From an optimization exercise on the open Yosys and OpenROAD flow, aimed at small area, a short achievable clock period and few clock cycles per item; shortcuts taken in it are not production practice.
Only simulation tests tie the RTL to the original design; equivalence was not proved.

### config.mk
export PLATFORM = sky130hd
export DESIGN_NAME = aes256_enc
export DESIGN_NICKNAME = aes256_enc
export VERILOG_FILES = /design/flow/design.v
export SDC_FILE = /design/flow/constraint.sdc
export NUM_CORES = 4
export LEC_CHECK = 0
export CAP_MARGIN = 20
export CELL_PAD_IN_SITES_DETAIL_PLACEMENT = 2
export CELL_PAD_IN_SITES_GLOBAL_PLACEMENT = 4
export CORE_MARGIN = 2
export CORE_UTILIZATION = 25
export PLACE_DENSITY = 0.4
export SLEW_MARGIN = 20
### constraint.sdc
create_clock -name core_clock -period 7.0 [get_ports {clk}]
set_input_delay 1.4000 -clock core_clock [delete_from_list [all_inputs] [get_ports {clk}]]
set_output_delay 1.4000 -clock core_clock [all_outputs]
set_load 0.01 [all_outputs]
### design.v
module aes_sb_in (
    input  wire [7:0] a,
    output wire [7:0] c,
    output wire [3:0] d
);
    function automatic [3:0] gf4_mul(input [3:0] a, input [3:0] b);
        reg [6:0] c;
        begin
            c[0] = a[0]&b[0];
            c[1] = (a[1]&b[0]) ^ (a[0]&b[1]);
            c[2] = (a[2]&b[0]) ^ (a[1]&b[1]) ^ (a[0]&b[2]);
            c[3] = (a[3]&b[0]) ^ (a[2]&b[1]) ^ (a[1]&b[2]) ^ (a[0]&b[3]);
            c[4] = (a[3]&b[1]) ^ (a[2]&b[2]) ^ (a[1]&b[3]);
            c[5] = (a[3]&b[2]) ^ (a[2]&b[3]);
            c[6] = a[3]&b[3];
            gf4_mul = {c[3]^c[6], c[2]^c[5]^c[6], c[1]^c[4]^c[5], c[0]^c[4]};
        end
    endfunction
    assign c = {a[5] ^ a[7], a[1] ^ a[4] ^ a[6] ^ a[7], a[2] ^ a[3], a[1] ^ a[5] ^ a[7], a[3] ^ a[4], a[2], a[2] ^ a[5] ^ a[6] ^ a[7], a[0] ^ a[2] ^ a[5] ^ a[7]};
    wire [3:0] ch = c[7:4];
    wire [3:0] cl = c[3:0];
    assign d = {ch[0] ^ ch[1] ^ ch[2], ch[1] ^ ch[2], ch[0] ^ ch[1], ch[2] ^ ch[3]} ^ {cl[3], cl[1] ^ cl[3], cl[2], cl[0] ^ cl[2]} ^ gf4_mul(ch, cl);
endmodule
module aes_sb_mid (
    input  wire [7:0] c,
    input  wire [3:0] d,
    output wire [7:0] ci
);
    function automatic [3:0] gf4_mul(input [3:0] a, input [3:0] b);
        reg [6:0] c;
        begin
            c[0] = a[0]&b[0];
            c[1] = (a[1]&b[0]) ^ (a[0]&b[1]);
            c[2] = (a[2]&b[0]) ^ (a[1]&b[1]) ^ (a[0]&b[2]);
            c[3] = (a[3]&b[0]) ^ (a[2]&b[1]) ^ (a[1]&b[2]) ^ (a[0]&b[3]);
            c[4] = (a[3]&b[1]) ^ (a[2]&b[2]) ^ (a[1]&b[3]);
            c[5] = (a[3]&b[2]) ^ (a[2]&b[3]);
            c[6] = a[3]&b[3];
            gf4_mul = {c[3]^c[6], c[2]^c[5]^c[6], c[1]^c[4]^c[5], c[0]^c[4]};
        end
    endfunction
    function automatic [3:0] gf4_inv(input [3:0] d);
        case (d)
            4'h0: gf4_inv = 4'h0;
            4'h1: gf4_inv = 4'h1;
            4'h2: gf4_inv = 4'h9;
            4'h3: gf4_inv = 4'he;
            4'h4: gf4_inv = 4'hd;
            4'h5: gf4_inv = 4'hb;
            4'h6: gf4_inv = 4'h7;
            4'h7: gf4_inv = 4'h6;
            4'h8: gf4_inv = 4'hf;
            4'h9: gf4_inv = 4'h2;
            4'ha: gf4_inv = 4'hc;
            4'hb: gf4_inv = 4'h5;
            4'hc: gf4_inv = 4'ha;
            4'hd: gf4_inv = 4'h4;
            4'he: gf4_inv = 4'h3;
            4'hf: gf4_inv = 4'h8;
        endcase
    endfunction
    wire [3:0] di = gf4_inv(d);
    assign ci = {gf4_mul(c[7:4], di), gf4_mul(c[7:4] ^ c[3:0], di)};
endmodule
module aes_sb_out (
    input  wire [7:0] ci,
    output wire [7:0] y
);
    assign y = {ci[1] ^ ci[2] ^ ci[3], ci[4] ^ ci[5] ^ ci[6], ci[1] ^ ci[2] ^ ci[5] ^ ci[6], ci[0] ^ ci[3] ^ ci[4], ci[0] ^ ci[1] ^ ci[2] ^ ci[3] ^ ci[6], ci[0] ^ ci[2] ^ ci[3] ^ ci[5] ^ ci[6] ^ ci[7], ci[0] ^ ci[1] ^ ci[4], ci[0] ^ ci[1] ^ ci[2] ^ ci[3] ^ ci[5] ^ ci[7]} ^ 8'h63;
endmodule
module aes_sbox (
    input  wire [7:0] a,
    output wire [7:0] y
);
    wire [7:0] c, ci;
    wire [3:0] d;
    aes_sb_in  u_in  (.a(a), .c(c), .d(d));
    aes_sb_mid u_mid (.c(c), .d(d), .ci(ci));
    aes_sb_out u_out (.ci(ci), .y(y));
endmodule
module aes256_enc (
    input  wire         clk,
    input  wire         rst,         
    input  wire         in_valid,
    output wire         in_ready,
    input  wire [255:0] in_key,
    input  wire [127:0] in_data,
    output wire         out_valid,
    input  wire         out_ready,
    output wire [127:0] out_data
);
    reg [127:0] s0;              
    reg [127:0] s1_c;            
    reg [63:0]  s1_d;            
    reg [127:0] s2;              
    reg [127:0] ka0, ka1, ka2;
    reg [127:0] kb0, kb1, kb2;
    reg [31:0]  kc1;             
    reg [15:0]  kd1;
    reg [31:0]  kc2;
    reg         v0, v1, v2;      
    reg         p0, p1, p2;      
    reg         h0, h1, h2;      
    reg [3:0]   r0, r1, r2;      
    reg [1:0]   t0, t1, t2;      
    reg [1:0]   tag_in;          
    reg [1:0]   tag_out;         
    reg         ovalid;
    reg [127:0] obuf;
    assign out_valid = ovalid;
    assign out_data  = obuf;
    genvar i, c, r;
    wire [127:0] ark = s0 ^ ka0;
    wire [127:0] c_n;
    wire [63:0]  d_n;
    wire [31:0]  kc_n;
    wire [15:0]  kd_n;
    generate
        for (i = 0; i < 16; i = i + 1) begin : g_in
            aes_sb_in u (.a(ark[127-8*i -: 8]), .c(c_n[127-8*i -: 8]), .d(d_n[63-4*i -: 4]));
        end
        for (i = 0; i < 4; i = i + 1) begin : g_kin
            aes_sb_in u (.a(kb0[31-8*i -: 8]), .c(kc_n[31-8*i -: 8]), .d(kd_n[15-4*i -: 4]));
        end
    endgenerate
    wire [127:0] ci_n;
    wire [31:0]  kci_n;
    generate
        for (i = 0; i < 16; i = i + 1) begin : g_mid
            aes_sb_mid u (.c(s1_c[127-8*i -: 8]), .d(s1_d[63-4*i -: 4]), .ci(ci_n[127-8*i -: 8]));
        end
        for (i = 0; i < 4; i = i + 1) begin : g_kmid
            aes_sb_mid u (.c(kc1[31-8*i -: 8]), .d(kd1[15-4*i -: 4]), .ci(kci_n[31-8*i -: 8]));
        end
    endgenerate
    wire [127:0] sb, sr, mc;
    wire [31:0]  ksub;
    generate
        for (i = 0; i < 16; i = i + 1) begin : g_out
            aes_sb_out u (.ci(s2[127-8*i -: 8]), .y(sb[127-8*i -: 8]));
        end
        for (i = 0; i < 4; i = i + 1) begin : g_kout
            aes_sb_out u (.ci(kc2[31-8*i -: 8]), .y(ksub[31-8*i -: 8]));
        end
        for (c = 0; c < 4; c = c + 1) begin : g_shift_col
            for (r = 0; r < 4; r = r + 1) begin : g_shift_row
                assign sr[127-8*(4*c+r) -: 8] = sb[127-8*(4*((c+r)%4)+r) -: 8];
            end
        end
        for (c = 0; c < 4; c = c + 1) begin : g_mix
            wire [7:0] a0 = sr[127-32*c    -: 8];
            wire [7:0] a1 = sr[127-32*c-8  -: 8];
            wire [7:0] a2 = sr[127-32*c-16 -: 8];
            wire [7:0] a3 = sr[127-32*c-24 -: 8];
            wire [7:0] x0 = {a0[6:0], 1'b0} ^ (a0[7] ? 8'h1b : 8'h00);
            wire [7:0] x1 = {a1[6:0], 1'b0} ^ (a1[7] ? 8'h1b : 8'h00);
            wire [7:0] x2 = {a2[6:0], 1'b0} ^ (a2[7] ? 8'h1b : 8'h00);
            wire [7:0] x3 = {a3[6:0], 1'b0} ^ (a3[7] ? 8'h1b : 8'h00);
            assign mc[127-32*c    -: 8] = x0 ^ x1 ^ a1 ^ a2 ^ a3;
            assign mc[127-32*c-8  -: 8] = a0 ^ x1 ^ x2 ^ a2 ^ a3;
            assign mc[127-32*c-16 -: 8] = a0 ^ a1 ^ x2 ^ x3 ^ a3;
            assign mc[127-32*c-24 -: 8] = x0 ^ a0 ^ a1 ^ a2 ^ x3;
        end
    endgenerate
    wire [7:0]  rcon = r2[0] ? (8'h01 << r2[3:1]) : 8'h00;
    wire [31:0] kw_t = (r2[0] ? {ksub[23:0], ksub[31:24]} : ksub) ^ {rcon, 24'h000000};
    wire [31:0] p_0 = ka2[127:96];
    wire [31:0] p_1 = p_0 ^ ka2[95:64];
    wire [31:0] p_2 = p_1 ^ ka2[63:32];
    wire [31:0] p_3 = p_2 ^ ka2[31:0];
    wire [127:0] k_next = {p_0 ^ kw_t, p_1 ^ kw_t, p_2 ^ kw_t, p_3 ^ kw_t};
    wire turn      = (t2 == tag_out) && !ovalid;
    wire fin       = v2 && !p2 && (r2 == 4'd14);
    wire out_fin   = fin && turn;
    wire out_park  = v2 && p2 && h2 && turn;
    wire write_out = out_fin || out_park;
    wire enter     = fin && !turn;
    wire free      = !v2 || write_out;
    wire accept    = free && in_valid;
    assign in_ready = free;
    wire [127:0] result = (sr & {128{!out_park}}) ^ kb2;
    always @(posedge clk) begin
        s1_c <= c_n;
        s1_d <= d_n;
        ka1  <= ka0;
        kb1  <= kb0;
        kc1  <= kc_n;
        kd1  <= kd_n;
        p1   <= p0;
        h1   <= h0;
        r1   <= r0;
        t1   <= t0;
        s2   <= ci_n;
        ka2  <= ka1;
        kb2  <= kb1;
        kc2  <= kci_n;
        p2   <= p1;
        h2   <= h1;
        r2   <= r1;
        t2   <= t1;
        s0   <= free ? in_data          : mc;
        ka0  <= free ? in_key[255:128]  : (enter ? result : kb2);
        kb0  <= free ? in_key[127:0]    : (p2 ? ka2 : k_next);
        r0   <= free ? 4'd1             : r2 + 4'd1;
        p0   <= !free && (p2 || enter);
        h0   <= p2 && !h2;
        t0   <= free ? tag_in           : t2;
        if (write_out)
            obuf <= result;
        if (rst) begin
            v0      <= 1'b0;
            v1      <= 1'b0;
            v2      <= 1'b0;
            ovalid  <= 1'b0;
            tag_in  <= 2'd0;
            tag_out <= 2'd0;
        end else begin
            v1      <= v0;
            v2      <= v1;
            v0      <= free ? in_valid : v2;
            ovalid  <= write_out || (ovalid && !out_ready);
            if (accept)
                tag_in <= tag_in + 2'd1;
            if (write_out)
                tag_out <= tag_out + 2'd1;
        end
    end
endmodule
### run.sh
#!/bin/bash
# synth_recipe.tcl (not shown) runs the flow's synth.tcl, then flattens the netlist and writes it again
# the make line also repeats each setting of config.mk as NAME=value (left out here)
make -C /OpenROAD-flow-scripts/flow DESIGN_CONFIG=/design/flow/config.mk WORK_HOME=/design/flow/orfs CLKGATE_MAP_FILE= SYNTH_SCRIPT=/design/flow/synth_recipe.tcl finish
==> qor.txt, run 1 <==
outcome - complete, no violations
Inserted Clock Buffers - 184
final net count - 8878
final slew viol count - 0
Hold Buf Count CTS - 0
Area Growth Syn to Fin - 23.0%
global-route wire length before repair - 445000 um
core footprint - 288000 um2
number of synthesized flops with an enable pin - 128
cells after synthesis - 7785
flop and latch count out of synthesis - 1452
Worst EP required - 5600 ps
Seq/Total Area, Yosys - 41.9%
max_cap viols - 0
crit path kind - flip-flop to output pin
met2 wire len - 148000 um
Initial Util - 25.1%
Final min period - 5240 ps
Synth async-reset ratio - 0%
# DRC - 0
syn avg cell area - 9.30 um2
GP Congestion - 0.821
Met1 Wirelength - 150000 um
Setup-failing EPs final - 0
CTS tree - done
CP arrival - 3840 ps
layout cells sized above 1 - 6.86%
RSZ-0062 raised after global routing - false
clk buf depth - 4
Final ANT Viol Nets - 0
# clock sinks - 1452
vias in the first global route - 59000
Setup Buffers After CTS - 0
met3 WL post-DR - 8030 um
post_cts resized - 0
clock latency on the worst-skew pair - 850 ps
GRT overflow - 0
Final Hold Fails - 0
synth warn - 3
endpoint type of the worst setup path - output pin
H-tree levels - 4
DR vias - 54100
post-placement cell count - 11900
Port Buf Inserts - 517
Detailed Route Iter0 Violations - 2317
Mapped Nets - 8320
Tot GR Track Use - 21.0%
initial antenna violation count - 25
highest net fanout along the worst path - 117
io pins - 518
period utilization - 74.8%
Peak Freq - 191 MHz
Die ar. - 294000 um2
Layout Skew - 45.1 ps
Clock Pin Slew Worst Setup and Hold Paths - 60 ps
ys flop type - dfxtp_1
top layer in use - met5
WL/cell - 25.6 um
distinct cell type count after synthesis - 78
largest net degree at the start of global routing - 223
Die W - 542 um
CP startpoint kind - flip-flop
1st-pass router iterations - 7
FILL cells - 31600
routed wire length - 314000 um
FP Rows - 197
DP HPWL - 249000 um
Chip Height - 542 um
Finished Layout Cells - 12300
DR vias/cell - 4.40
TNS Setup - 0 ps
HP Class - flip-flop to flip-flop
worst relative slew slack - 14.9%
Post-Syn Area - 72400 um2
Worst Max-Slew Pin Slew - 1270 ps
root buffer cell - clkbuf_16
-- Yosys cell counts, types with 14 or more instances --
| master | count | share of area (%) |
|---|---|---|
| nand3_1 | 63 | 0.44 |
| inv_1 | 170 | 0.88 |
| nand2b_1 | 31 | 0.27 |
| mux2_2 | 23 | 0.36 |
| clkbuf_1 | 281 | 1.5 |
| a22oi_1 | 14 | 0.15 |
| a21oi_1 | 194 | 1.3 |
| a221oi_1 | 17 | 0.21 |
| buf_1 | 14 | 0.073 |
| o211ai_1 | 33 | 0.34 |
| a31oi_1 | 31 | 0.27 |
| a211oi_1 | 43 | 0.45 |
| mux2i_1 | 142 | 2.0 |
| o21ai_0 | 527 | 3.6 |
| dfxtp_1 | 1324 | 37 |
| xnor3_1 | 14 | 0.44 |
| xor2_1 | 741 | 9.0 |
| edfxtp_1 | 128 | 5.3 |
| nor3_1 | 67 | 0.46 |
| ha_1 | 147 | 2.5 |
| nand2_1 | 1296 | 6.7 |
| o22ai_1 | 26 | 0.22 |
| mux4_2 | 19 | 0.59 |
| nor2_1 | 430 | 2.2 |
| xnor2_1 | 1756 | 21 |
| and2_1 | 29 | 0.25 |
-- flip-flops by register name, summed over array words and instances (netlist names), 16 cells and up --
name,count
ka0,128
ka1,128
ka2,128
kb0,128
kb2,128
obuf,128
s0,128
s1_c,128
s2,128
kb1,124
g_mid.u.di,64
kc1,32
kc2,32
g_kmid.u.di,16
-- worst max-delay path, cell delays in order (launching register included) --
cell and delay (ps):
dfxtp_1 310, inv_1 410, ha_1 260, nand3_1 210, o21ai_0 230, and3_4 210, nor2b_1 140, inv_8 510
clkdlybuf4s50_1 660
-- cell families (layout without fill, tap and decap cells) --
kind of cell	count (synthesis)	after routing	synth area share, %
AO/OA/AOI/OAI	980	980	7.73
XOR/XNOR	2530	2530	31.1
adder cells (fa/ha/maj)	154	154	2.64
buffers and inverters	490	1202	2.55
flip-flops	1452	1452	41.9
multiplexers	186	186	2.94
other	0	20	0
AND/OR/NAND/NOR	1993	1993	11.1
-- per-layer routing --
metal / vias up / track usage, %
met4: 4 / 5.61
met2: 747 / 35.3
li1: 26200 / -
met1: 26800 / 28.4
met5: - / 0
met3: 311 / 2.14
-- final cells by class --
class / instances / area, um2 / area share [%]
tap: 3781 / 4730 / 5.31
antenna: 20 / 50.0 / 0.0562
clock inverter: 93 / 1100 / 1.24
timing repair buffer: 672 / 6400 / 7.19
clock buffer: 247 / 5300 / 5.95
inverter: 190 / 721 / 0.809
sequential: 1452 / 30400 / 34.1
multi-input combinational: 5843 / 40400 / 45.4
-- placed cells by master, fill, tap and decap left out, types with 63 or more instances in the layout --
| cell | n |
|---|---|
| a21oi_1 | 193 |
| buf_4 | 149 |
| clkbuf_16 | 193 |
| clkdlybuf4s50_1 | 517 |
| dfxtp_1 | 1323 |
| edfxtp_1 | 128 |
| ha_1 | 147 |
| inv_1 | 170 |
| mux2i_1 | 142 |
| nand2_1 | 1296 |
| nand3_1 | 63 |
| nor2_1 | 428 |
| nor3_1 | 67 |
| o21ai_0 | 525 |
| xnor2_1 | 1738 |
| xor2_1 | 739 |
-- stage by stage --
stage / hold slack, ps / setup slack, ps / instance area [um2] / utilization (%)
floorplan: 310 / 1320 / 72400 / -
global placement: 310 / 2340 / 82500 / 28.6
detailed placement: 313 / 2450 / 82500 / 28.6
CTS: 319 / 1560 / 88900 / 30.9
global route: 321 / 1450 / 89000 / 30.9
finish: 313 / 1760 / 89100 / 30.9
-- final timing paths --
check	slack, ps	depth (start not counted)	start	end
hold / removal	310	0	kb0[73]$_DFF_P_	kb1[73]$_DFF_P_
setup reg to reg	2450	11	ka0[4]$_DFF_P_	g_mid[15].u.di[0]$_DFF_P_
setup / recovery	1760	8	r2[0]$_DFF_P_	in_ready
hold reg to reg	310	0	kb0[73]$_DFF_P_	kb1[73]$_DFF_P_
Testbench counts, summed over its fixed seeds: cycles 28,912, blocks 2,048.
==> run 2: changes to the inputs <==
--- a/design.v
+++ b/design.v
@@ -41,22 +41,10 @@
     endfunction
     function automatic [3:0] gf4_inv(input [3:0] d);
-        case (d)
-            4'h0: gf4_inv = 4'h0;
-            4'h1: gf4_inv = 4'h1;
-            4'h2: gf4_inv = 4'h9;
-            4'h3: gf4_inv = 4'he;
-            4'h4: gf4_inv = 4'hd;
-            4'h5: gf4_inv = 4'hb;
-            4'h6: gf4_inv = 4'h7;
-            4'h7: gf4_inv = 4'h6;
-            4'h8: gf4_inv = 4'hf;
-            4'h9: gf4_inv = 4'h2;
-            4'ha: gf4_inv = 4'hc;
-            4'hb: gf4_inv = 4'h5;
-            4'hc: gf4_inv = 4'ha;
-            4'hd: gf4_inv = 4'h4;
-            4'he: gf4_inv = 4'h3;
-            4'hf: gf4_inv = 4'h8;
-        endcase
+        begin
+            gf4_inv[0] = d[0] ^ d[1] ^ d[2] ^ (d[0]&d[2]) ^ (d[1]&d[2]) ^ (d[0]&d[1]&d[2]) ^ d[3] ^ (d[1]&d[2]&d[3]);
+            gf4_inv[1] = (d[0]&d[1]) ^ (d[0]&d[2]) ^ (d[1]&d[2]) ^ d[3] ^ (d[1]&d[3]) ^ (d[0]&d[1]&d[3]);
+            gf4_inv[2] = (d[0]&d[1]) ^ d[2] ^ (d[0]&d[2]) ^ d[3] ^ (d[0]&d[3]) ^ (d[0]&d[2]&d[3]);
+            gf4_inv[3] = d[1] ^ d[2] ^ d[3] ^ (d[0]&d[3]) ^ (d[1]&d[3]) ^ (d[2]&d[3]) ^ (d[1]&d[2]&d[3]);
+        end
     endfunction
     wire [3:0] di = gf4_inv(d);
@@ -170,12 +158,12 @@
     wire [31:0] p_3 = p_2 ^ ka2[31:0];
     wire [127:0] k_next = {p_0 ^ kw_t, p_1 ^ kw_t, p_2 ^ kw_t, p_3 ^ kw_t};
-    wire turn      = (t2 == tag_out) && !ovalid;
-    wire fin       = v2 && !p2 && (r2 == 4'd14);
-    wire out_fin   = fin && turn;
-    wire out_park  = v2 && p2 && h2 && turn;
-    wire write_out = out_fin || out_park;
-    wire enter     = fin && !turn;
-    wire free      = !v2 || write_out;
-    wire accept    = free && in_valid;
+    reg  free, write_out, out_park, enter;
+    wire [1:0] tag_out_n = tag_out + {1'b0, write_out};
+    wire       ovalid_n  = write_out || (ovalid && !out_ready);
+    wire       turn_n    = (t1 == tag_out_n) && !ovalid_n;
+    wire       fin_n     = v1 && !p1 && (r1 == 4'd14);
+    wire       opark_n   = v1 && p1 && h1 && turn_n;
+    wire       wout_n    = (fin_n && turn_n) || opark_n;
+    wire accept = free && in_valid;
     assign in_ready = free;
     wire [127:0] result = (sr & {128{!out_park}}) ^ kb2;
@@ -215,9 +203,17 @@
             tag_in  <= 2'd0;
             tag_out <= 2'd0;
+            free      <= 1'b1;
+            write_out <= 1'b0;
+            out_park  <= 1'b0;
+            enter     <= 1'b0;
         end else begin
+            free      <= !v1 || wout_n;
+            write_out <= wout_n;
+            out_park  <= opark_n;
+            enter     <= fin_n && !turn_n;
             v1      <= v0;
             v2      <= v1;
             v0      <= free ? in_valid : v2;
-            ovalid  <= write_out || (ovalid && !out_ready);
+            ovalid  <= ovalid_n;
             if (accept)
                 tag_in <= tag_in + 2'd1;
==> run 2 against run 1 <==
Effect of this change:
- still clean on timing, DRC and antenna
- non-clock buffer count is 33 lower
- hold slack lost 2.7 ps
- flip-flop and latch count grew 4
- critical path depth shrank 7
- final cell count shrank 1.4%
- setup slack improved by 1500 ps
- critical path type unchanged
- critical endpoint unchanged
- highest routed layer unchanged
==> qor.txt, run 2 <==
CP arrival - 2290 ps (-1550 ps)
dominant cell type by area after synthesis - dfxtp_1
FP Rows - 197 (unchanged)
root buffer cell - clkbuf_16
post-layout util - 30.9% (about the same)
1st-pass router iterations - 5 (-2)
clock latency on the worst-skew pair - 870 ps (+20 ps)
most frequent cells in the layout - xnor2_1, dfxtp_1, nand2_1
commonest non-fill, non-tap cell in the layout - xnor2_1
Final min period - 3690 ps (-1550 ps)
WL/cell - 26.3 um (+3.0%)
Seq/Total Area, Yosys - 41.9% (about the same)
Final Cell Area - 89300 um2 (+0.26%)
clk buf depth - 4 (unchanged)
RSZ-0062 raised after global routing - false
GRT overflow - 0 (unchanged)
DP HPWL - 254000 um (+2.1%)
max_cap viols - 0 (unchanged)
Detailed Route Iter0 Violations - 2310 (-0.30%)
cells after synthesis - 7518 (-3.4%)
worst relative slew slack - 20.2% (+5.3 points)
Post-synth top cells - xnor2_1, dfxtp_1, nand2_1, xor2_1, nor2_1
fin worst setup slack - 3310 ps (+1550 ps)
final net count - 8543 (-3.8%)
Post-Place Cell Area - 82700 um2 (+0.19%)
final slew viol count - 0 (unchanged)
vias in the first global route - 57800 (-2.0%)
Synth top area share - 36.6% (about the same)
# DRC - 0 (unchanged)
distinct cell type count after synthesis - 67 (-14%)
Final Hold Fails - 0 (unchanged)
H-tree levels - 4 (unchanged)
Setup Buffers After CTS - 0 (unchanged)
Hold Buf Count CTS - 0 (unchanged)
DR vias - 52800 (-2.5%)
ranking of synthesized cells by area - dfxtp_1, xnor2_1, xor2_1
Die W - 543 um (+0.16%)
Min-Delay Startpoint - kb1[125]$_DFF_P_
R2R Path End - kb0[8]$_DFF_P_
Hold WS - 310 ps (-2.67 ps)
CP cell instances - clkdlybuf4s50_1
# clock sinks - 1456 (+0.28%)
hold path cells - 0 (unchanged)
Clock Pin Slew Worst Setup and Hold Paths - 60 ps (about the same)
GP Congestion - 0.800 (-2.5%)
Placement Setup Slack - 3470 ps (+1020 ps)
flop and latch count out of synthesis - 1456 (+0.28%)
crit path kind - flip-flop to output pin
CTS tree - done
CP top delay family - flip-flops
max incr delay on CP - 750 ps (+90 ps)
post_cts resized - 0 (unchanged)
HP Class - flip-flop to flip-flop
Layout Skew - 41.0 ps (-4.11 ps)
Die ar. - 295000 um2 (+0.32%)
top-count cell post-synth - xnor2_1
Inserted Clock Buffers - 187 (+1.6%)
Crit-path slowest cell - dfxtp_4
Area Growth Syn to Fin - 22.9% (about the same)
Buf/Inv on CP - 1 (-2)
Mapped Nets - 7988 (-4.0%)
synth warn - 3 (unchanged)
Port Buf Inserts - 517 (unchanged)
Setup-failing EPs final - 0 (unchanged)
global-route wire length before repair - 449000 um (+0.99%)
DR vias/cell - 4.35 (-1.1%)
syn avg cell area - 9.66 um2 (+3.9%)
Peak Freq - 271 MHz (+42%)
routed wire length - 319000 um (+1.6%)
Final ANT Viol Nets - 0 (unchanged)
FILL cells - 31500 (-0.45%)
Synth async-reset ratio - 0% (unchanged)
Tot GR Track Use - 21.4% (+0.39 points)
Worst EP required - 5600 ps (about the same)
core footprint - 289000 um2 (+0.17%)
layout cells sized above 1 - 8.04% (+1.2 points)
worst r2r src - kc2[1]$_DFF_P_
largest net degree at the start of global routing - 158 (-29%)
highest net fanout along the worst path - 44 (-62%)
Post-Syn Area - 72600 um2 (+0.32%)
initial antenna violation count - 45 (+80%)
period utilization - 52.7% (-22 points)
Reg2Reg Depth - 8 (-3)
number of synthesized flops with an enable pin - 128 (unchanged)
Min-Delay Endpoint - kb2[125]$_DFF_P_
Worst Max-Slew Pin Slew - 1190 ps (-78.8 ps)
Initial Util - 25.2% (+0.037 points)
Chip Height - 543 um (+0.16%)
reg-to-reg slack, setup - 3650 ps (+1200 ps)
CP startpoint kind - flip-flop
io pins - 518 (unchanged)
TNS Setup - 0 ps (unchanged)
endpoint type of the worst setup path - output pin
outcome - complete, no violations
ys flop type - dfxtp_1
[run 2: changes by cell type after synthesis, moves of 35 or more]
cell	change
o21ai_0	-120
nor2b_1	+60
nand2_1	-445
ha_1	-85
a21oi_1	-51
xnor2_2	+42
nor2_1	+186
nand2b_1	+99
xor2_2	+35
clkbuf_1	-37
mux2_2	+80
xnor2_1	+55
mux2i_1	-37
[run 2: logic make-up after synthesis]
logic type | count (synthesis) | share of synthesized area, %
xor gates and xnor gates | 2655 | 33.7
and+or+nand+nor | 1835 | 10.6
DFF | 1456 | 41.9
AOI/OAI and AO/OA | 839 | 6.77
buffers and inverters | 435 | 2.27
muxes | 209 | 3.06
adders and majority gates | 89 | 1.72
[run 2: worst reg2reg max path, cell delays in order, from the launching register on]
cell and delay, ps:
dfxtp_1 410, xnor3_1 560, xor2_1 430, mux2i_1 280, xnor2_1 770, xnor2_1 130
nor2_1 270, xor2_1 110, mux2_2 290
[run 2: metal layers]
metal,vias to the layer above,track usage [%],part of all wire (%)
li1,25300,-,-
met1,26400,29.5,48
met2,743,35.7,47
met3,287,2.23,2.7
met4,18,4.56,2.0
met5,-,0,0.039
[run 2: final cells by class]
cell class	instances	area, um2	share of cell area (%)
clock inverters	87	1050	1.18
flip-flops and latches	1456	30400	34.1
repair buffers	639	6150	6.89
diodes	15	37.5	0.0420
well taps	3880	4850	5.44
multi-input cells	5627	40600	45.5
inverters	162	608	0.681
clock buffers	258	5500	6.16
[run 2: worst max path at each step]
stage | from | end | slack [ps] | cells after the start
floorplan | write_out$_SDFF_PP0_ | out_park$_SDFF_PP0_ | 2600 | 5
finish | free$_SDFF_PP1_ | in_ready | 3310 | 1
detailed placement | kc2[1]$_DFF_P_ | kb0[0]$_DFF_P_ | 3470 | 8
global route | free$_SDFF_PP1_ | in_ready | 3210 | 1
global placement | kc2[1]$_DFF_P_ | kb0[0]$_DFF_P_ | 3510 | 8
CTS | free$_SDFF_PP1_ | in_ready | 3160 | 1
[run 2: metrics by stage]
stage                     instances
after CTS                     12100
after detailed placement      11800
after global routing          12100
after floorplan                7518
after global placement        11800
final                         12100
Testbench counts of run 2, summed over its fixed seeds: cycles 28,912, blocks 2,048.
==> run 3: changes to the inputs <==
--- a/design.v
+++ b/design.v
@@ -152,5 +152,5 @@
     endgenerate
     wire [7:0]  rcon = r2[0] ? (8'h01 << r2[3:1]) : 8'h00;
-    wire [31:0] kw_t = (r2[0] ? {ksub[23:0], ksub[31:24]} : ksub) ^ {rcon, 24'h000000};
+    wire [31:0] kw_t = ksub ^ {rcon, 24'h000000};
     wire [31:0] p_0 = ka2[127:96];
     wire [31:0] p_1 = p_0 ^ ka2[95:64];
@@ -173,6 +173,6 @@
         ka1  <= ka0;
         kb1  <= kb0;
-        kc1  <= kc_n;
-        kd1  <= kd_n;
+        kc1  <= r0[0] ? {kc_n[23:0], kc_n[31:24]} : kc_n;
+        kd1  <= r0[0] ? {kd_n[11:0], kd_n[15:12]} : kd_n;
         p1   <= p0;
         h1   <= h0;
==> config.mk (replaced) <==
export PLATFORM = sky130hd
export DESIGN_NAME = aes256_enc
export DESIGN_NICKNAME = aes256_enc
export VERILOG_FILES = /design/flow/design.v
export SDC_FILE = /design/flow/constraint.sdc
export NUM_CORES = 4
export LEC_CHECK = 0
export CAP_MARGIN = 20
export CELL_PAD_IN_SITES_DETAIL_PLACEMENT = 0
export CELL_PAD_IN_SITES_GLOBAL_PLACEMENT = 1
export CORE_MARGIN = 2
export CORE_UTILIZATION = 55
export PLACE_DENSITY = 0.7
export SETUP_SLACK_MARGIN = 4.5
export SLEW_MARGIN = 20
==> run 3 against run 2 <==
Effect of this change:
- via count is 1.9% higher
- die area is 54% lower
- first-iteration DRC count is 95% higher
- global-route usage is 11 points higher
- clock skew is 22 ps lower
- synthesized cell count is 0.32% higher
==> qor.txt, run 3 <==
DR vias - 53800 (+1.9%)
Final ANT Viol Nets - 0 (unchanged)
max_cap viols - 0 (unchanged)
CTS tree - done
final net count - 8646 (+1.2%)
largest net degree at the start of global routing - 215 (+36%)
Post-synth top cells - xnor2_1, dfxtp_1, nand2_1, xor2_1, nor2_1
Post-Place Cell Area - 80700 um2 (-2.4%)
FP Rows - 134 (-32%)
synth warn - 3 (unchanged)
1st-pass router iterations - 5 (unchanged)
routed wire length - 231000 um (-28%)
distinct cell type count after synthesis - 78 (+16%)
Mapped Nets - 8012 (+0.30%)
final slew viol count - 0 (unchanged)
Setup-failing EPs final - 0 (unchanged)
# clock sinks - 1460 (+0.27%)
Worst EP required - 5600 ps (about the same)
fin worst setup slack - 4100 ps (+788 ps)
post-layout util - 67.9% (+37 points)
Die ar. - 137000 um2 (-54%)
Crit-path slowest cell - edfxtp_1
Placement Setup Slack - 3890 ps (+422 ps)
top-count cell post-synth - xnor2_1
endpoint type of the worst setup path - output pin
Initial Util - 55.3% (+30 points)
TNS Setup - 0 ps (unchanged)
Post-Syn Area - 73700 um2 (+1.5%)
root buffer cell - clkbuf_16
crit path kind - flip-flop to output pin
dominant cell type by area after synthesis - dfxtp_1
# DRC - 0 (unchanged)
DP HPWL - 172000 um (-32%)
highest net fanout along the worst path - 1 (-98%)
vias in the first global route - 52000 (-10%)
GP Congestion - 0.937 (+17%)
worst relative slew slack - 29.5% (+9.4 points)
Synth top area share - 36.2% (-0.42 points)
Worst Max-Slew Pin Slew - 1050 ps (-139 ps)
RSZ-0062 raised after global routing - true
max incr delay on CP - 500 ps (-250 ps)
ys flop type - dfxtp_1
Seq/Total Area, Yosys - 41.4% (-0.50 points)
CP cell instances - buf_2
Area Growth Syn to Fin - 22.7%
CP startpoint kind - flip-flop
Final min period - 2900 ps (-788 ps)
Hold Buf Count CTS - 0 (unchanged)
Final Hold Fails - 0 (unchanged)
clk buf depth - 3 (-1)
Tot GR Track Use - 32.9% (+11 points)
DR vias/cell - 5.33 (+23%)
Layout Skew - 19.1 ps (-21.9 ps)
Die W - 370 um (-32%)
Clock Pin Slew Worst Setup and Hold Paths - 60 ps (about the same)
clock latency on the worst-skew pair - 810 ps (-60 ps)
Chip Height - 370 um (-32%)
Port Buf Inserts - 517 (unchanged)
Buf/Inv on CP - 1 (unchanged)
Peak Freq - 345 MHz (+27%)
Final Cell Area - 90500 um2 (+1.3%)
CP arrival - 1500 ps (-790 ps)
CP top delay family - flip-flops
core footprint - 133000 um2 (-54%)
global-route wire length before repair - 334000 um (-26%)
cells after synthesis - 7542 (+0.32%)
Synth async-reset ratio - 0% (unchanged)
HP Class - flip-flop to flip-flop
initial antenna violation count - 13 (-71%)
most frequent cells in the layout - xnor2_1, dfxtp_1, nand2_1
H-tree levels - 4 (unchanged)
WL/cell - 22.9 um (-13%)
flop and latch count out of synthesis - 1460 (+0.27%)
outcome - complete, no violations
Inserted Clock Buffers - 158 (-16%)
GRT overflow - 0 (unchanged)
commonest non-fill, non-tap cell in the layout - xnor2_1
io pins - 518 (unchanged)
syn avg cell area - 9.77 um2 (+1.1%)
ranking of synthesized cells by area - dfxtp_1, xnor2_1, xor2_1
period utilization - 41.5% (-11 points)
number of synthesized flops with an enable pin - 128 (unchanged)
layout cells sized above 1 - 15.1% (+7.0 points)
Detailed Route Iter0 Violations - 4501 (+95%)
## run 3: final timing paths
| kind | startpoint | to | slack, ps | cells after the start |
|---|---|---|---|---|
| setup / recovery | obuf[45]$_DFFE_PP_ | out_data[45] | 4100 | 1 |
| hold / removal | ka1[63]$_DFF_P_ | ka2[63]$_DFF_P_ | 320 | 0 |
| setup reg to reg | s2[48]$_DFF_P_ | s0[66]$_DFF_P_ | 4400 | 6 |
| hold reg to reg | ka1[63]$_DFF_P_ | ka2[63]$_DFF_P_ | 320 | 0 |
## run 3: layout make-up
type                            instances  area, um2
Inverter                              138        544
Clock inverter                         85       1070
Antenna cell                            1       2.50
Tap cell                             1768       2210
Timing Repair Buffer                  748       6530
Clock buffer                          209       4500
Fill cell                           10600      42800
Multi-Input combinational cell       5670      44900
Sequential cell                      1460      30700
## run 3: metrics by stage
stage	hold slack, ps	instances
2_1_floorplan	310	7542
3_3_place_gp	310	9614
3_5_place_dp	312	9616
4_1_cts	319	9971
5_1_grt	323	10100
6_report	317	10100
## run 3: cell families after synthesis
group	synth area share (%)
and+or+nand+nor	11.1
buffers and inverters	2.17
adders and majority gates	1.77
xor gates and xnor gates	34.1
DFF	41.4
AOI/OAI and AO/OA	6.72
muxes	2.75
## run 3: timing repair
item	CTS	global route
pin swaps	48	133
setup endpoints to repair	535	374
resized for setup	774	273
cloned	1	0
setup buffers	60	107
## run 3: layer usage
layer  wire length [um]  track usage [%]
met5                 40                0
met3              14800             4.41
met4               8900             12.6
met1             102000             45.9
met2             105000             51.7
Testbench counts of run 3, summed over its fixed seeds: cycles 28,912, blocks 2,048.
==> run 4: changes to the inputs <==
==> flow/run.sh (new file) <==
#!/bin/bash
# The standard layout, with the port buffers that the placement step inserts
# on every input and output made sky130_fd_sc_hd__buf_2 (the default picks a
# delay cell). Everything else is the standard flow's own flow (standard.sh).
set -euo pipefail
export BUFFER_PORTS_ARGS="-buffer_cell sky130_fd_sc_hd__buf_2"
bash standard.sh > standard.log 2>&1
==> standard.sh (new file) <==
#!/bin/bash
# synth_recipe.tcl (not shown) runs the flow's synth.tcl, then flattens the netlist and writes it again
# the make line also repeats each setting of config.mk as NAME=value (left out here)
make -C /OpenROAD-flow-scripts/flow DESIGN_CONFIG=/design/flow/config.mk WORK_HOME=/design/flow/orfs CLKGATE_MAP_FILE= SYNTH_SCRIPT=/design/flow/synth_recipe.tcl "${@:-finish}"
--- a/config.mk
+++ b/config.mk
@@ -11,4 +11,6 @@
 export CORE_MARGIN = 2
 export CORE_UTILIZATION = 55
+export CTS_CLUSTER_DIAMETER = 80
+export CTS_CLUSTER_SIZE = 25
 export PLACE_DENSITY = 0.7
 export SETUP_SLACK_MARGIN = 4.5
removed: run.sh
==> run 4 against run 3 <==
Effect of this change:
- final area shrank 4.7%
- via count shrank 0.98%
- register-to-register slack gained 70 ps
- still clean
- critical endpoint is now out_data[42]
- critical path type unchanged
==> qor.txt, run 4 <==
endpoint type of the worst setup path - output pin
HP Class - flip-flop to flip-flop
GP Congestion - 0.938 (+0.15%)
Final min period - 2730 ps (-167 ps)
Die W - 370 um (unchanged)
Chip Height - 370 um (unchanged)
RSZ-0062 raised after global routing - true
distinct cell type count after synthesis - 78 (unchanged)
routed wire length - 231000 um (-0.12%)
Post-Place Cell Area - 78100 um2 (-3.3%)
synth warn - 3 (unchanged)
CP top delay family - flip-flops
initial antenna violation count - 16 (+3)
DR vias/cell - 5.34 (about the same)
Port Buf Inserts - 517 (unchanged)
FILL cells - 11200 (+5.5%)
largest net degree at the start of global routing - 219 (+1.9%)
Tot GR Track Use - 32.7% (-0.15 points)
Buf/Inv on CP - 1 (unchanged)
worst relative slew slack - 20.8% (-8.7 points)
most frequent cells in the layout - xnor2_1, dfxtp_1, nand2_1
Post-synth top cells - xnor2_1, dfxtp_1, nand2_1, xor2_1, nor2_1
Setup-failing EPs final - 0 (unchanged)
commonest non-fill, non-tap cell in the layout - xnor2_1
flop and latch count out of synthesis - 1460 (unchanged)
Mapped Nets - 8012 (unchanged)
# clock sinks - 1460 (unchanged)
number of synthesized flops with an enable pin - 128 (unchanged)
vias in the first global route - 50400 (-3.2%)
crit path kind - flip-flop to output pin
Seq/Total Area, Yosys - 41.4% (unchanged)
final slew viol count - 0 (unchanged)
Hold WS - 309 ps (-7.98 ps)
Final Hold Fails - 0 (unchanged)
Clock Pin Slew Worst Setup and Hold Paths - 100 ps (+40 ps)
layout cells sized above 1 - 19.0% (+3.9 points)
dominant cell type by area after synthesis - dfxtp_1
Peak Freq - 366 MHz (+6.1%)
WL/cell - 23.1 um (+0.94%)
Detailed Route Iter0 Violations - 4127 (-8.3%)
cells after synthesis - 7542 (unchanged)
DR vias - 53200 (-0.98%)
max_cap viols - 0 (unchanged)
FP Rows - 134 (unchanged)
Synth top area share - 36.2% (unchanged)
io pins - 518 (unchanged)
highest net fanout along the worst path - 1 (unchanged)
GRT overflow - 0 (unchanged)
top-count cell post-synth - xnor2_1
clock latency on the worst-skew pair - 740 ps (-70 ps)
final net count - 8613 (-0.38%)
ranking of synthesized cells by area - dfxtp_1, xnor2_1, xor2_1
outcome - complete, no violations
Crit-path slowest cell - edfxtp_1
TNS Setup - 0 ps (unchanged)
global-route wire length before repair - 331000 um (-0.86%)
Die ar. - 137000 um2 (unchanged)
root buffer cell - clkbuf_16
Layout Skew - 37.6 ps (+18.6 ps)
H-tree levels - 3 (-1)
Worst EP required - 5600 ps (about the same)
CP startpoint kind - flip-flop
max incr delay on CP - 430 ps (-70 ps)
CTS tree - done
1st-pass router iterations - 8 (+3)
core footprint - 133000 um2 (unchanged)
Final Cell Area - 86200 um2 (-4.7%)
CP arrival - 1330 ps (-170 ps)
period utilization - 39.1% (-2.4 points)
Inserted Clock Buffers - 82 (-48%)
Post-Syn Area - 73700 um2 (unchanged)
Final ANT Viol Nets - 0 (unchanged)
CP cell instances - buf_2
ys flop type - dfxtp_1
Synth async-reset ratio - 0% (unchanged)
clk buf depth - 3 (unchanged)
Area Growth Syn to Fin - 16.9%
DP HPWL - 176000 um (+1.9%)
Initial Util - 55.3% (unchanged)
Worst Max-Slew Pin Slew - 1190 ps (+138 ps)
# DRC - 0 (unchanged)
syn avg cell area - 9.77 um2 (unchanged)
-- run 4: through the flow --
step,util (%),setup WS (ps),std cells
after CTS,62.3,4210,9810
after detailed placement,58.6,3910,9607
after global routing,64.7,4210,9970
final,64.7,4270,9973
after global placement,58.6,3550,9606
after floorplan,-,4480,7542
-- run 4: kinds of logic (layout without fill, tap and decap cells) --
| logic type | count (synthesis) | count (layout) | synth area share [%] |
|---|---|---|---|
| other cells | 0 | 3 | 0 |
| xor+xnor | 2626 | 2626 | 34.1 |
| simple gates | 1913 | 1915 | 11.1 |
| compound gates | 850 | 850 | 6.72 |
| fa+ha+maj | 95 | 95 | 1.77 |
| mux | 186 | 186 | 2.75 |
| flops | 1460 | 1460 | 41.4 |
| buf+inv | 412 | 1070 | 2.17 |
-- run 4: path summary, 6_finish.rpt --
| kind | start | endpoint | slack, ps | cells after the start |
|---|---|---|---|---|
| worst max register to register | s2[53]$_DFF_P_ | s0[64]$_DFF_P_ | 4470 | 6 |
| worst max-delay path | obuf[42]$_DFFE_PP_ | out_data[42] | 4270 | 1 |
| worst min-delay path | kb0[78]$_DFF_P_ | kb1[78]$_DFF_P_ | 310 | 0 |
| worst min register to register | kb0[78]$_DFF_P_ | kb1[78]$_DFF_P_ | 310 | 0 |
-- run 4: repair_timing --
| action | in CTS | in global routing |
|---|---|---|
| hold buffers | 0 | 0 |
| gates cloned | 2 | 0 |
| setup buffers | 58 | 160 |
| resized for setup | 264 | 303 |
| endpoints found under the hold margin | 0 | 0 |
| endpoints found under the setup margin | 538 | 366 |
| pin swaps | 43 | 135 |
-- run 4: routing by layer --
layer | share of wire (%) | GRT usage [%] | wire [um]
met1 | 45 | 46.3 | 103000
met2 | 46 | 52.0 | 106000
met3 | 6.2 | 3.87 | 14300
met4 | 3.6 | 10.6 | 8260
met5 | 0.015 | 0 | 35
-- run 4: layout make-up --
cell class	count	area, um2	share of cell area (%)
flip-flops and latches	1460	30700	35.6
well taps	1768	2210	2.57
clock buffers	107	2240	2.60
diodes	3	7.51	0.00871
multi-input cells	5672	45100	52.3
repair buffers	789	4880	5.66
clock inverters	36	517	0.599
inverters	138	538	0.624
==> run 5: changes to the inputs <==
--- a/config.mk
+++ b/config.mk
@@ -11,6 +11,4 @@
 export CORE_MARGIN = 2
 export CORE_UTILIZATION = 55
-export CTS_CLUSTER_DIAMETER = 80
-export CTS_CLUSTER_SIZE = 25
 export PLACE_DENSITY = 0.7
 export SETUP_SLACK_MARGIN = 4.5
==> run 5 against run 4 <==
Effect of this change:
- still clean on timing, DRC and antenna
- critical path depth unchanged
- setup slack got worse by 62 ps
- clock skew down 13 ps
- wire length rose by 1.0%
- final area grew 2.8%
- first-iteration DRC count is 3.2% higher
==> qor.txt, run 5 <==
Final min period - 2800 ps (+62.0 ps)
Mapped Nets - 8012 (unchanged)
Final ANT Viol Nets - 0 (unchanged)
core footprint - 133000 um2 (unchanged)
worst relative slew slack - 23.3% (+2.5 points)
Detailed Route Iter0 Violations - 4260 (+3.2%)
Seq/Total Area, Yosys - 41.4% (unchanged)
final net count - 8670 (+0.66%)
Peak Freq - 358 MHz (-2.2%)
Area Growth Syn to Fin - 20.2%
max_cap viols - 0 (unchanged)
routed wire length - 233000 um (+1.0%)
Post-synth top cells - xnor2_1, dfxtp_1, nand2_1, xor2_1, nor2_1
global-route wire length before repair - 334000 um (+0.91%)
top-count cell post-synth - xnor2_1
Synth async-reset ratio - 0% (unchanged)
ys flop type - dfxtp_1
post-layout util - 66.5% (+1.8 points)
Clock Pin Slew Worst Setup and Hold Paths - 60 ps (-40 ps)
largest net degree at the start of global routing - 219 (unchanged)
Initial Util - 55.3% (unchanged)
syn avg cell area - 9.77 um2 (unchanged)
DR vias/cell - 5.35 (+0.23%)
Worst Max-Slew Pin Slew - 1150 ps (-37.4 ps)
Final Hold Fails - 0 (unchanged)
HP Class - flip-flop to flip-flop
CP cell instances - buf_2
number of synthesized flops with an enable pin - 128 (unchanged)
clk buf depth - 3 (unchanged)
Buf/Inv on CP - 1 (unchanged)
initial antenna violation count - 16 (unchanged)
root buffer cell - clkbuf_16
Tot GR Track Use - 33.0% (+0.33 points)
period utilization - 39.9% (+0.89 points)
TNS Setup - 0 ps (unchanged)
FP Rows - 134 (unchanged)
vias in the first global route - 51200 (+1.6%)
1st-pass router iterations - 5 (-3)
endpoint type of the worst setup path - output pin
max incr delay on CP - 440 ps (about the same)
highest net fanout along the worst path - 1 (unchanged)
Post-Syn Area - 73700 um2 (unchanged)
Synth top area share - 36.2% (unchanged)
RSZ-0062 raised after global routing - true
DR vias - 54000 (+1.5%)
Port Buf Inserts - 517 (unchanged)
clock latency on the worst-skew pair - 800 ps (+60 ps)
Inserted Clock Buffers - 156 (+90%)
Setup-failing EPs final - 0 (unchanged)
CP arrival - 1400 ps (+70 ps)
outcome - complete, no violations
Die W - 370 um (unchanged)
# DRC - 0 (unchanged)
io pins - 518 (unchanged)
H-tree levels - 4 (+1)
final slew viol count - 0 (unchanged)
GP Congestion - 0.938 (unchanged)
Worst EP required - 5600 ps (about the same)
CP startpoint kind - flip-flop
GRT overflow - 0 (unchanged)
crit path kind - flip-flop to output pin
synth warn - 3 (unchanged)
ranking of synthesized cells by area - dfxtp_1, xnor2_1, xor2_1
Layout Skew - 24.4 ps (-13.2 ps)
CP top delay family - flip-flops
dominant cell type by area after synthesis - dfxtp_1
Crit-path slowest cell - edfxtp_1
cells after synthesis - 7542 (unchanged)
most frequent cells in the layout - xnor2_1, dfxtp_1, nand2_1
distinct cell type count after synthesis - 78 (unchanged)
# clock sinks - 1460 (unchanged)
FILL cells - 10800 (-3.0%)
CTS tree - done
WL/cell - 23.1 um (-0.27%)
Hold WS - 313 ps (+3.31 ps)
Die ar. - 137000 um2 (unchanged)
flop and latch count out of synthesis - 1460 (unchanged)
commonest non-fill, non-tap cell in the layout - xnor2_1
layout cells sized above 1 - 19.9% (+0.91 points)
Chip Height - 370 um (unchanged)
DP HPWL - 176000 um (unchanged)
-- run 5: cell types whose count changed in the layout (fill, tap and decap cells not counted), moves of 6 or more --
cell        change
buf_4          -14
clkbuf_1       +15
clkbuf_8       +16
xnor2_2        -13
inv_12          -6
clkinvlp_4      +6
clkinv_2       +21
bufinv_16      +14
xnor2_1        +10
clkbuf_16      +77
-- run 5: layout make-up --
type	instances	area (um2)	area share, %
Timing Repair Buffer	772	4750	5.36
Inverter	138	542	0.612
Clock inverter	71	911	1.03
Clock buffer	215	4440	5.01
Multi-Input combinational cell	5672	45000	50.8
Sequential cell	1460	30700	34.7
Tap cell	1768	2210	2.50
Antenna cell	4	10.0	0.0113
-- run 5: logic make-up (layout without fill, tap and decap cells) --
kind of cell             Yosys count  after routing  synth area share, %
AO/OA/AOI/OAI                    850            850                 6.72
XOR/XNOR                        2626           2626                 34.1
adder cells (fa/ha/maj)           95             95                 1.77
buffers and inverters            412           1196                 2.17
flip-flops                      1460           1460                 41.4
multiplexers                     186            186                 2.75
other                              0              4                    0
AND/OR/NAND/NOR                 1913           1915                 11.1
-- run 5: timing repair --
item | in CTS | in global routing
setup endpoints to repair | 535 | 371
buffers inserted | 54 | 147
pin swaps | 47 | 140
hold buffers | 0 | 0
gates cloned | 2 | 0
gates resized for setup | 251 | 304
-- run 5: metrics by stage --
step	worst slack, ps	instance area [um2]	std cells
2_1_floorplan	4480	73900	7542
3_3_place_gp	3550	78100	9606
3_5_place_dp	3910	78100	9607
4_1_cts	4150	85600	9949
5_1_grt	4160	88600	10100
6_report	4200	88600	10100
-- run 5: final timing paths --
path         slack, ps          startpoint               end  cells past startpoint
min reg2reg        310    kb0[109]$_DFF_P_  kb1[109]$_DFF_P_                      0
max reg2reg       4460     kc2[21]$_DFF_P_   kb0[50]$_DFF_P_                      7
max               4200  obuf[56]$_DFFE_PP_      out_data[56]                      1
min                310    kb0[109]$_DFF_P_  kb1[109]$_DFF_P_                      0
-- run 5: per-layer routing --
layer / vias to the layer above / track usage, % / share of wire (%)
met5: - / 0 / 0.0082
met3: 332 / 4.31 / 6.4
met1: 26200 / 46.5 / 44
met4: 4 / 11.7 / 3.7
met2: 1845 / 52.1 / 45
li1: 25600 / - / -
==> run 6: changes to the inputs <==
--- a/config.mk
+++ b/config.mk
@@ -11,4 +11,6 @@
 export CORE_MARGIN = 2
 export CORE_UTILIZATION = 55
+export CTS_CLUSTER_DIAMETER = 100
+export CTS_CLUSTER_SIZE = 30
 export PLACE_DENSITY = 0.7
 export SETUP_SLACK_MARGIN = 4.5
==> run 6 against run 5 <==
Effect of this change:
- still clean
- sequential share of layout area increased by 1.4 points
- clock-buffer cell count is 133 lower
- hold slack better by 0.96 ps
- critical path depth is the same
- via count is 1.7% lower
- global-route usage decreased by 0.56 points
- first-iteration DRC count is 0.49% lower
- die area did not move
- largest cell class unchanged
- highest routed layer unchanged
==> qor.txt, run 6 <==
max_cap viols - 0 (unchanged)
Crit-path slowest cell - edfxtp_1
Met1 Wirelength - 103000 um (-0.60%)
Detailed Route Iter0 Violations - 4239 (-0.49%)
Seq/Total Area, Yosys - 41.4% (unchanged)
Final min period - 2760 ps (-39.0 ps)
Setup-failing EPs final - 0 (unchanged)
crit path kind - flip-flop to output pin
final net count - 8570 (-1.2%)
distinct cell type count after synthesis - 78 (unchanged)
global-route wire length before repair - 330000 um (-1.4%)
syn avg cell area - 9.77 um2 (unchanged)
io pins - 518 (unchanged)
flop and latch count out of synthesis - 1460 (unchanged)
highest net fanout along the worst path - 1 (unchanged)
clock latency on the worst-skew pair - 740 ps (-60 ps)
DR vias - 53100 (-1.7%)
ys flop type - dfxtp_1
synth warn - 3 (unchanged)
most frequent cells in the layout - xnor2_1, dfxtp_1, nand2_1
Hold Buf Count CTS - 0 (unchanged)
Post-synth top cells - xnor2_1, dfxtp_1, nand2_1, xor2_1, nor2_1
cells after synthesis - 7542 (unchanged)
GRT overflow - 0 (unchanged)
vias in the first global route - 50200 (-2.0%)
CP top delay family - flip-flops
Clock Pin Slew Worst Setup and Hold Paths - 120 ps (+60 ps)
Synth top area share - 36.2% (unchanged)
largest net degree at the start of global routing - 219 (unchanged)
Synth async-reset ratio - 0% (unchanged)
FP Rows - 134 (unchanged)
TNS Setup - 0 ps (unchanged)
worst relative slew slack - 17.1% (-6.2 points)
CP cell instances - buf_2
number of synthesized flops with an enable pin - 128 (unchanged)
ranking of synthesized cells by area - dfxtp_1, xnor2_1, xor2_1
Buf/Inv on CP - 1 (unchanged)
Post-Syn Area - 73700 um2 (unchanged)
outcome - complete, no violations
final slew viol count - 0 (unchanged)
Final Hold Fails - 0 (unchanged)
endpoint type of the worst setup path - output pin
Final ANT Viol Nets - 0 (unchanged)
post-placement cell count - 9607 (unchanged)
clk buf depth - 3 (unchanged)
Die W - 370 um (unchanged)
GP Congestion - 0.938 (unchanged)
H-tree levels - 2 (-2)
Area Growth Syn to Fin - 15.4%
# DRC - 0 (unchanged)
Inserted Clock Buffers - 59 (-62%)
top-count cell post-synth - xnor2_1
Port Buf Inserts - 517 (unchanged)
Die ar. - 137000 um2 (unchanged)
Worst Max-Slew Pin Slew - 1240 ps (+92.9 ps)
Initial Util - 55.3% (unchanged)
root buffer cell - clkbuf_16
RSZ-0062 raised after global routing - true
met2 wire len - 104000 um (-1.4%)
Worst EP required - 5600 ps (about the same)
Chip Height - 370 um (unchanged)
period utilization - 39.4% (-0.56 points)
Tot GR Track Use - 32.5% (-0.56 points)
WL/cell - 23.2 um (+0.49%)
core footprint - 133000 um2 (unchanged)
layout cells sized above 1 - 18.3% (-1.6 points)
# clock sinks - 1460 (unchanged)
FILL cells - 11200 (+3.5%)
top layer in use - met5
Mapped Nets - 8012 (unchanged)
initial antenna violation count - 21 (+5)
dominant cell type by area after synthesis - dfxtp_1
Peak Freq - 363 MHz (+1.4%)
met3 WL post-DR - 13600 um (-8.5%)
Finished Layout Cells - 9909 (-1.9%)
Layout Skew - 45.6 ps (+21.1 ps)
max incr delay on CP - 450 ps (about the same)
CP startpoint kind - flip-flop
CTS tree - done
DP HPWL - 176000 um (unchanged)
DR vias/cell - 5.36 (+0.16%)
HP Class - flip-flop to flip-flop
1st-pass router iterations - 6 (+1)
CP arrival - 1360 ps (-40 ps)
routed wire length - 230000 um (-1.4%)
commonest non-fill, non-tap cell in the layout - xnor2_1
run 6: cell counts after synthesis:
Identical to the previous run, type by type.
run 6: final timing paths:
kind              cells after the start              end          startpoint  slack (ps)
hold reg to reg                       0  kb2[13]$_DFF_P_     kb1[13]$_DFF_P_         310
hold / removal                        0  kb2[13]$_DFF_P_     kb1[13]$_DFF_P_         310
setup reg to reg                      6  s0[120]$_DFF_P_       s2[1]$_DFF_P_        4480
setup / recovery                      1     out_data[56]  obuf[56]$_DFFE_PP_        4240
run 6: cell families (layout without fill, tap and decap cells):
logic type / after synthesis / in the layout / share of synthesized area, %
simple gates: 1913 / 1915 / 11.1
buf+inv: 412 / 1005 / 2.17
xor+xnor: 2626 / 2626 / 34.1
mux: 186 / 186 / 2.75
flops: 1460 / 1460 / 41.4
other cells: 0 / 4 / 0
compound gates: 850 / 850 / 6.72
fa+ha+maj: 95 / 95 / 1.77
run 6: worst reg2reg max path, cell delays in order (launching register included):
cell,delay (ps)
dfxtp_1,420
xor2_1,560
xnor2_1,300
xnor2_2,530
xor2_1,150
xnor2_1,310
o21ai_0,120
run 6: area by class of cell:
cell class | count | area, um2 | share of cell area [%]
Clock buffer | 82 | 1630 | 1.91
Sequential cell | 1460 | 30700 | 36.1
Clock inverter | 16 | 193 | 0.226
Multi-Input combinational cell | 5672 | 45100 | 53.0
Tap cell | 1768 | 2210 | 2.60
Antenna cell | 4 | 10.0 | 0.0118
Inverter | 138 | 538 | 0.632
Timing Repair Buffer | 769 | 4730 | 5.56
run 6: metal layers:
metal | GRT usage [%] | vias up
li1 | - | 25300
met2 | 51.6 | 1742
met3 | 2.91 | 285
met1 | 46.5 | 25700
met4 | 10.9 | 8
met5 | 0 | -
run 6: timing repair:
action,4_1_cts,5_1_grt
endpoints found under the setup margin,535,364
hold endpoints to repair,0,0
resized for setup,271,286
gates cloned,2,0
buffers inserted,57,141
pin swaps,39,126
run 6: metrics by stage:
stage               hold WS (ps)  setup WS [ps]  cell area (um2)  utilization [%]
global route                 327           4210            85100             63.8
CTS                          319           4190            82100             61.6
floorplan                    310           4480            73900                -
detailed placement           312           3910            78100             58.6
finish                       314           4240            85100             63.8
global placement             310           3550            78100             58.6
==> run 7: changes to the inputs <==
--- a/config.mk
+++ b/config.mk
@@ -11,7 +11,7 @@
 export CORE_MARGIN = 2
 export CORE_UTILIZATION = 55
-export CTS_CLUSTER_DIAMETER = 100
-export CTS_CLUSTER_SIZE = 30
+export CTS_CLUSTER_DIAMETER = 80
+export CTS_CLUSTER_SIZE = 25
 export PLACE_DENSITY = 0.7
-export SETUP_SLACK_MARGIN = 4.5
+export SETUP_SLACK_MARGIN = 4.3
 export SLEW_MARGIN = 20
==> run 7 against run 6 <==
Effect of this change:
- clock skew shrank 12 ps
- final area shrank 2.2%
- setup slack got worse by 230 ps
- global-route usage is 0.40 points lower
- hold slack lost 2.6 ps
- critical path type unchanged
- final cell count fell by 0.86%
- sequential share of layout area up 0.65 points
- first-iteration DRC count increased by 4.4%
- die area unchanged
- maximum frequency fell by 7.7%
- register-to-register slack got worse by 190 ps
==> qor.txt, run 7 <==
outcome - complete, no violations
flop and latch count out of synthesis - 1460 (unchanged)
Seq/Total Area, Yosys - 41.4% (unchanged)
Final Hold Fails - 0 (unchanged)
DR vias - 52300 (-1.4%)
final net count - 8455 (-1.3%)
largest net degree at the start of global routing - 159 (-27%)
Port Buf Inserts - 517 (unchanged)
CP arrival - 1590 ps (+230 ps)
distinct cell type count after synthesis - 78 (unchanged)
endpoint type of the worst setup path - output pin
Area Growth Syn to Fin - 12.9%
Tot GR Track Use - 32.1% (-0.40 points)
highest net fanout along the worst path - 1 (unchanged)
DR vias/cell - 5.33 (-0.59%)
io pins - 518 (unchanged)
Peak Freq - 335 MHz (-7.7%)
Post-Syn Area - 73700 um2 (unchanged)
dominant cell type by area after synthesis - dfxtp_1
Crit-path slowest cell - edfxtp_1
ranking of synthesized cells by area - dfxtp_1, xnor2_1, xor2_1
ys flop type - dfxtp_1
# DRC - 0 (unchanged)
global-route wire length before repair - 326000 um (-1.2%)
most frequent cells in the layout - xnor2_1, dfxtp_1, nand2_1
vias in the first global route - 50000 (-0.38%)
top layer in use - met5
Setup-failing EPs final - 0 (unchanged)
RSZ-0062 raised after global routing - true
period utilization - 42.7% (+3.3 points)
max incr delay on CP - 640 ps (+190 ps)
Synth async-reset ratio - 0% (unchanged)
worst relative slew slack - 26.1% (+9.0 points)
FP Rows - 134 (unchanged)
TNS Setup - 0 ps (unchanged)
GRT overflow - 0 (unchanged)
CTS tree - done
max_cap viols - 0 (unchanged)
Final min period - 2990 ps (+230 ps)
post-layout util - 62.4% (-1.4 points)
CP cell instances - buf_2
crit path kind - flip-flop to output pin
Post-synth top cells - xnor2_1, dfxtp_1, nand2_1, xor2_1, nor2_1
initial antenna violation count - 10 (-52%)
clock latency on the worst-skew pair - 720 ps (-20 ps)
Buf/Inv on CP - 1 (unchanged)
clk buf depth - 3 (unchanged)
DP HPWL - 173000 um (-1.7%)
# clock sinks - 1460 (unchanged)
Die ar. - 137000 um2 (unchanged)
GP Congestion - 0.939 (about the same)
CP top delay family - flip-flops
top-count cell post-synth - xnor2_1
layout cells sized above 1 - 15.1% (-3.2 points)
CP startpoint kind - flip-flop
final slew viol count - 0 (unchanged)
root buffer cell - clkbuf_16
Mapped Nets - 8012 (unchanged)
Detailed Route Iter0 Violations - 4425 (+4.4%)
Clock Pin Slew Worst Setup and Hold Paths - 100 ps (-20 ps)
Chip Height - 370 um (unchanged)
syn avg cell area - 9.77 um2 (unchanged)
synth warn - 3 (unchanged)
Initial Util - 55.3% (unchanged)
Layout Skew - 33.2 ps (-12.4 ps)
1st-pass router iterations - 7 (+1)
Die W - 370 um (unchanged)
number of synthesized flops with an enable pin - 128 (unchanged)
core footprint - 133000 um2 (unchanged)
met3 WL post-DR - 12900 um (-5.7%)
Met1 Wirelength - 102000 um (-0.76%)
Worst Max-Slew Pin Slew - 1100 ps (-143 ps)
Synth top area share - 36.2% (unchanged)
commonest non-fill, non-tap cell in the layout - xnor2_1
Worst EP required - 5600 ps (about the same)
cells after synthesis - 7542 (unchanged)
Hold WS - 311 ps (-2.64 ps)
met2 wire len - 100000 um (-4.3%)
Inserted Clock Buffers - 82 (+39%)
WL/cell - 22.9 um (-1.4%)
routed wire length - 225000 um (-2.2%)
Hold Buf Count CTS - 0 (unchanged)
HP Class - flip-flop to flip-flop
H-tree levels - 3 (+1)
Final ANT Viol Nets - 0 (unchanged)
run 7: cell counts after synthesis:
Identical to the previous run, type by type.
run 7: logic make-up (layout without fill, tap and decap cells):
| group | Yosys count | after routing | synth area share [%] |
|---|---|---|---|
| XOR/XNOR | 2626 | 2626 | 34.1 |
| AND/OR/NAND/NOR | 1913 | 1913 | 11.1 |
| flip-flops | 1460 | 1460 | 41.4 |
| AO/OA/AOI/OAI | 850 | 850 | 6.72 |
| buffers and inverters | 412 | 921 | 2.17 |
| multiplexers | 186 | 186 | 2.75 |
| adder cells (fa/ha/maj) | 95 | 95 | 1.77 |
| other | 0 | 5 | 0 |
run 7: through the flow:
step | cell area, um2 | std cells | worst slack, ps
floorplan | 73700 | 7542 | 4470
global placement | 77900 | 9601 | 3300
detailed placement | 77900 | 9603 | 3760
CTS | 81800 | 9779 | 4020
global route | 83200 | 9819 | 4030
finish | 83200 | 9824 | 4010
run 7: cell type report:
type,count,area (um2)
multi-input combinational,5670,43500
fill,11300,50100
clock inverter,39,495
inverter,138,537
timing repair buffer,633,3590
clock buffer,111,2300
tap,1768,2210
sequential,1460,30600
antenna,5,12.5
run 7: per-layer routing:
layer | global-route usage, % | vias to the layer above
li1 | - | 25200
met1 | 45.6 | 25200
met2 | 50.1 | 1701
met3 | 3.70 | 307
met4 | 12.0 | 6
met5 | 0 | -
run 7: final timing paths:
path	endpoint	slack (ps)	start	cells after the start
hold reg to reg	ka2[46]$_DFF_P_	310	ka1[46]$_DFF_P_	0
setup / recovery	out_data[45]	4010	obuf[45]$_DFFE_PP_	1
setup reg to reg	kb0[52]$_DFF_P_	4290	kc2[16]$_DFF_P_	6
hold / removal	ka2[46]$_DFF_P_	310	ka1[46]$_DFF_P_	0
run 7: what timing repair did:
item | in CTS | in global routing
setup endpoints to repair | 333 | 201
resized for setup | 123 | 168
buffers inserted | 26 | 40
pin swaps | 8 | 22

port drivers added, routing unchanged:
The results above use ideal ports. As a check the final layouts listed here were re-extracted and re-timed, cells and wires unchanged. Step 1 sets driving cells, clkbuf_16 on the clock port and buf_2 on the other inputs (assumed; they add their load-dependent delay and slew). Step 2 moves the port delays by t, midway between the first and last clock arrival at a register: inputs arrive t later, outputs are due t later. That takes back most of the time a late clock gives input paths. Three values: ideal ports, drivers, drivers and shift; two values: the first two.
run | t, ns | setup slack, ns | worst hold slack (ns) | worst setup path at the end | worst slew at a driven data input, ns
run 1 | 0.934 | 1.765 / 1.664 / 2.454 | 0.313 / 0.313 / 0.313 | register to register | 0.16
run 2 | 0.946 | 3.311 / 3.211 / 3.653 | 0.310 / 0.310 / 0.310 | register to register | 0.13
run 3 | 0.888 | 4.098 / 4.013 / 4.305 | 0.317 / 0.317 / 0.317 | input to register | 0.11
run 4 | 0.806 | 4.266 / 4.180 / 4.473 | 0.309 / 0.309 / 0.309 | register to register | 0.12
run 5 | 0.871 | 4.204 / 4.116 / 4.458 | 0.313 / 0.313 / 0.313 | register to register | 0.12
run 6 | 0.805 | 4.243 / 4.157 / 4.482 | 0.314 / 0.314 / 0.314 | register to register | 0.13
run 7 | 0.792 | 4.013 / 3.927 / 4.292 | 0.311 / 0.311 / 0.311 | register to register | 0.13
After both steps every run listed still meets setup and hold.
